Source: an optimization exercise on an open RTL-to-GDS flow (aim: small area and a short achievable clock period). Production flows keep margins and buffers that such runs may drop.

Setup of v31:
## dected_codec
module dected_codec (
    input  wire        clk,
    input  wire        rst_n,
    input  wire        enc_valid,
    input  wire [63:0] enc_data,
    output wire        enc_out_valid,
    output wire [63:0] enc_out_data,
    output wire [14:0] enc_out_check,
    input  wire        dec_valid,
    input  wire [63:0] dec_data,
    input  wire [14:0] dec_check,
    output wire        dec_out_valid,
    output wire [63:0] dec_out_data,
    output wire [14:0] dec_out_check,
    output wire [1:0]  dec_out_corr,
    output wire        dec_out_ue
);
==> flow/config.mk <==
export PLATFORM = sky130hd
export DESIGN_NAME = dected_codec
export DESIGN_NICKNAME = dected_codec
export VERILOG_FILES = /design/flow/design.v
export SDC_FILE = /design/flow/constraint.sdc
export NUM_CORES = 4
export LEC_CHECK = 0
export CAP_MARGIN = 20
export CORE_MARGIN = 2
export CORE_UTILIZATION = 50
export CTS_CLUSTER_DIAMETER = 60
export CTS_CLUSTER_SIZE = 16
export PLACE_DENSITY = 0.65
export SLEW_MARGIN = 20
export TNS_END_PERCENT = 0
export BUFFER_PORTS_ARGS = -buffer_cell sky130_fd_sc_hd__buf_1
export SETUP_SLACK_MARGIN = 9.7
export CTS_BUF_LIST = sky130_fd_sc_hd__clkbuf_8 sky130_fd_sc_hd__clkbuf_16
==> flow/constraint.sdc <==
create_clock -name core_clock -period 13.5 [get_ports {clk}]
set_input_delay 2.7000 -clock core_clock [delete_from_list [all_inputs] [get_ports {clk}]]
set_output_delay 2.7000 -clock core_clock [all_outputs]
set_load 0.01 [all_outputs]
standard.sh (not shown) runs the stock make flow with config.mk's settings and CLKGATE_MAP_FILE= SYNTH_SCRIPT=/design/flow/synth_recipe.tcl, a recipe that flattens the netlist after the stock synthesis.
==> flow/flow/run.sh <==
#!/bin/bash
# Own flow: the standard layout (standard.sh, unchanged synthesis) with
# extra ORFS settings: small port buffers, timing repair aimed below the
# clock period, and smaller clock buffers.  The ORFS tools log to
# orfs/logs/ and standard.log; this script's own output goes to run.log.
set -e
exec > >(tee run.log) 2>&1
cat >> "$FLOW_CONFIG" <<EOC
export BUFFER_PORTS_ARGS = -buffer_cell sky130_fd_sc_hd__buf_1
export SETUP_SLACK_MARGIN = 9.7
export CTS_BUF_LIST = sky130_fd_sc_hd__clkbuf_8 sky130_fd_sc_hd__clkbuf_16
EOC
bash standard.sh > standard.log 2>&1
v31 ran to completion and came out clean on the timing, design-rule and antenna checks.
Relative to v31, the following input files were edited for v15:
# v31
export LEC_CHECK = 0
export CAP_MARGIN = 20
export CORE_MARGIN = 2
export CORE_UTILIZATION = 50
export CTS_CLUSTER_DIAMETER = 60
export CTS_CLUSTER_SIZE = 16
export PLACE_DENSITY = 0.65
export SLEW_MARGIN = 20
export TNS_END_PERCENT = 0
export BUFFER_PORTS_ARGS = -buffer_cell sky130_fd_sc_hd__buf_1
export SETUP_SLACK_MARGIN = 9.7
export CTS_BUF_LIST = sky130_fd_sc_hd__clkbuf_8 sky130_fd_sc_hd__clkbuf_16
create_clock -name core_clock -period 13.5 [get_ports {clk}]
# v15
export LEC_CHECK = 0
export CAP_MARGIN = 20
export CORE_MARGIN = 2
export CORE_UTILIZATION = 56
export CTS_CLUSTER_DIAMETER = 60
export CTS_CLUSTER_SIZE = 16
export PLACE_DENSITY = 0.68
export SLEW_MARGIN = 20
export TNS_END_PERCENT = 0
export BUFFER_PORTS_ARGS = -buffer_cell sky130_fd_sc_hd__buf_1
export SETUP_SLACK_MARGIN = 9.0
export CTS_BUF_LIST = sky130_fd_sc_hd__clkbuf_8
create_clock -name core_clock -period 13.5 [get_ports {clk}]
-- flow/flow/run.sh --
<<< v31, line 9
export BUFFER_PORTS_ARGS = -buffer_cell sky130_fd_sc_hd__buf_1
export SETUP_SLACK_MARGIN = 9.7
export CTS_BUF_LIST = sky130_fd_sc_hd__clkbuf_8 sky130_fd_sc_hd__clkbuf_16
EOC
>>> v15, line 9
export BUFFER_PORTS_ARGS = -buffer_cell sky130_fd_sc_hd__buf_1
export SETUP_SLACK_MARGIN = 9.0
export CTS_BUF_LIST = sky130_fd_sc_hd__clkbuf_8
EOC
### Flow results
- Number of tap instances (lower): v15
- Delta(growth of design area from synthesis to finish, v15 - v31) < 0
- The higher instance area after placement came out of v31.
- Density: v15 sparser than v31
- As of v15, via count of the first global-routing pass had fallen slightly compared to v31.
- The critical path launch point comes out dec_data[55] in one run and dec_data[5] in the other, namely in v31 and v15 respectively.
[inputs] v18 vs v15
# v15
export LEC_CHECK = 0
export CAP_MARGIN = 20
export CORE_MARGIN = 2
export CORE_UTILIZATION = 56
export CTS_CLUSTER_DIAMETER = 60
export CTS_CLUSTER_SIZE = 16
export PLACE_DENSITY = 0.68
export SLEW_MARGIN = 20
export TNS_END_PERCENT = 0
export BUFFER_PORTS_ARGS = -buffer_cell sky130_fd_sc_hd__buf_1
export SETUP_SLACK_MARGIN = 9.0
export CTS_BUF_LIST = sky130_fd_sc_hd__clkbuf_8
create_clock -name core_clock -period 13.5 [get_ports {clk}]
# v18
export LEC_CHECK = 0
export CAP_MARGIN = 20
export CORE_MARGIN = 2
export CORE_UTILIZATION = 56
export CTS_CLUSTER_DIAMETER = 60
export CTS_CLUSTER_SIZE = 16
export PLACE_DENSITY = 0.68
export SLEW_MARGIN = 20
export TNS_END_PERCENT = 0
export BUFFER_PORTS_ARGS = -buffer_cell sky130_fd_sc_hd__buf_1
export SETUP_SLACK_MARGIN = 9.3
export CTS_BUF_LIST = sky130_fd_sc_hd__clkbuf_8
create_clock -name core_clock -period 13.5 [get_ports {clk}]
-- flow/flow/run.sh --
<<< v15, line 9
export BUFFER_PORTS_ARGS = -buffer_cell sky130_fd_sc_hd__buf_1
export SETUP_SLACK_MARGIN = 9.0
export CTS_BUF_LIST = sky130_fd_sc_hd__clkbuf_8
>>> v18, line 9
export BUFFER_PORTS_ARGS = -buffer_cell sky130_fd_sc_hd__buf_1
export SETUP_SLACK_MARGIN = 9.3
export CTS_BUF_LIST = sky130_fd_sc_hd__clkbuf_8
Findings:
- First-pass GRT wire length, v15 and v18, higher one = v15.
- | per-cell routed wire length | lower: v18 |
- Count of clock-buffer cells in the layout came out higher on v18 than on v15.
- v18 vs. v15: antenna diode count went up by 2.
- Re synthesized area: no difference whatsoever between v15 and v18.
- | count of flip-flops and latches | v15 vs v18 | ≈ equal |
- Compared with v15, in v18 final core utilization went up by 1.9 points.
- Max freq v15 -> v18: improved
- On clock edge transition at the registers on the reported setup and hold paths, v18 tracks v15 almost exactly.
Function was not checked in any run of this note: the RTL went through the layout flow alone.

==> afterwards: timing with drivers on the ports <==
How much do the figures lean on ideal ports? The routed layouts below were timed once more, with nothing changed but the port constraints.
Step 1: set_driving_cell puts a clkbuf_16 on clk and a buf_2 on each other input, an assumption about the parent block.
Step 2, shift: input delay + t, output delay - t, t = (earliest + latest rising clock arrival at the registers) / 2. This alone moves slack from input paths to output paths.
Slacks: no drivers / after step 1 / after step 2; pairs: no drivers / after step 1.
run	t (ns)	setup slack, ns	worst setup path at the end	worst slew at a driven data input, ns
v31	0.625	9.589 / 9.610 / 8.995	input to register	0.10
v15	0.675	8.923 / 8.924 / 8.267	input to register	0.08
v18	0.601	9.234 / 9.252 / 8.651	input to register	0.10
After both steps every run listed still meets setup and hold. For v15, which loses most, drivers alone change the setup slack by +0.001 ns; drivers and shift together by -0.656 ns.
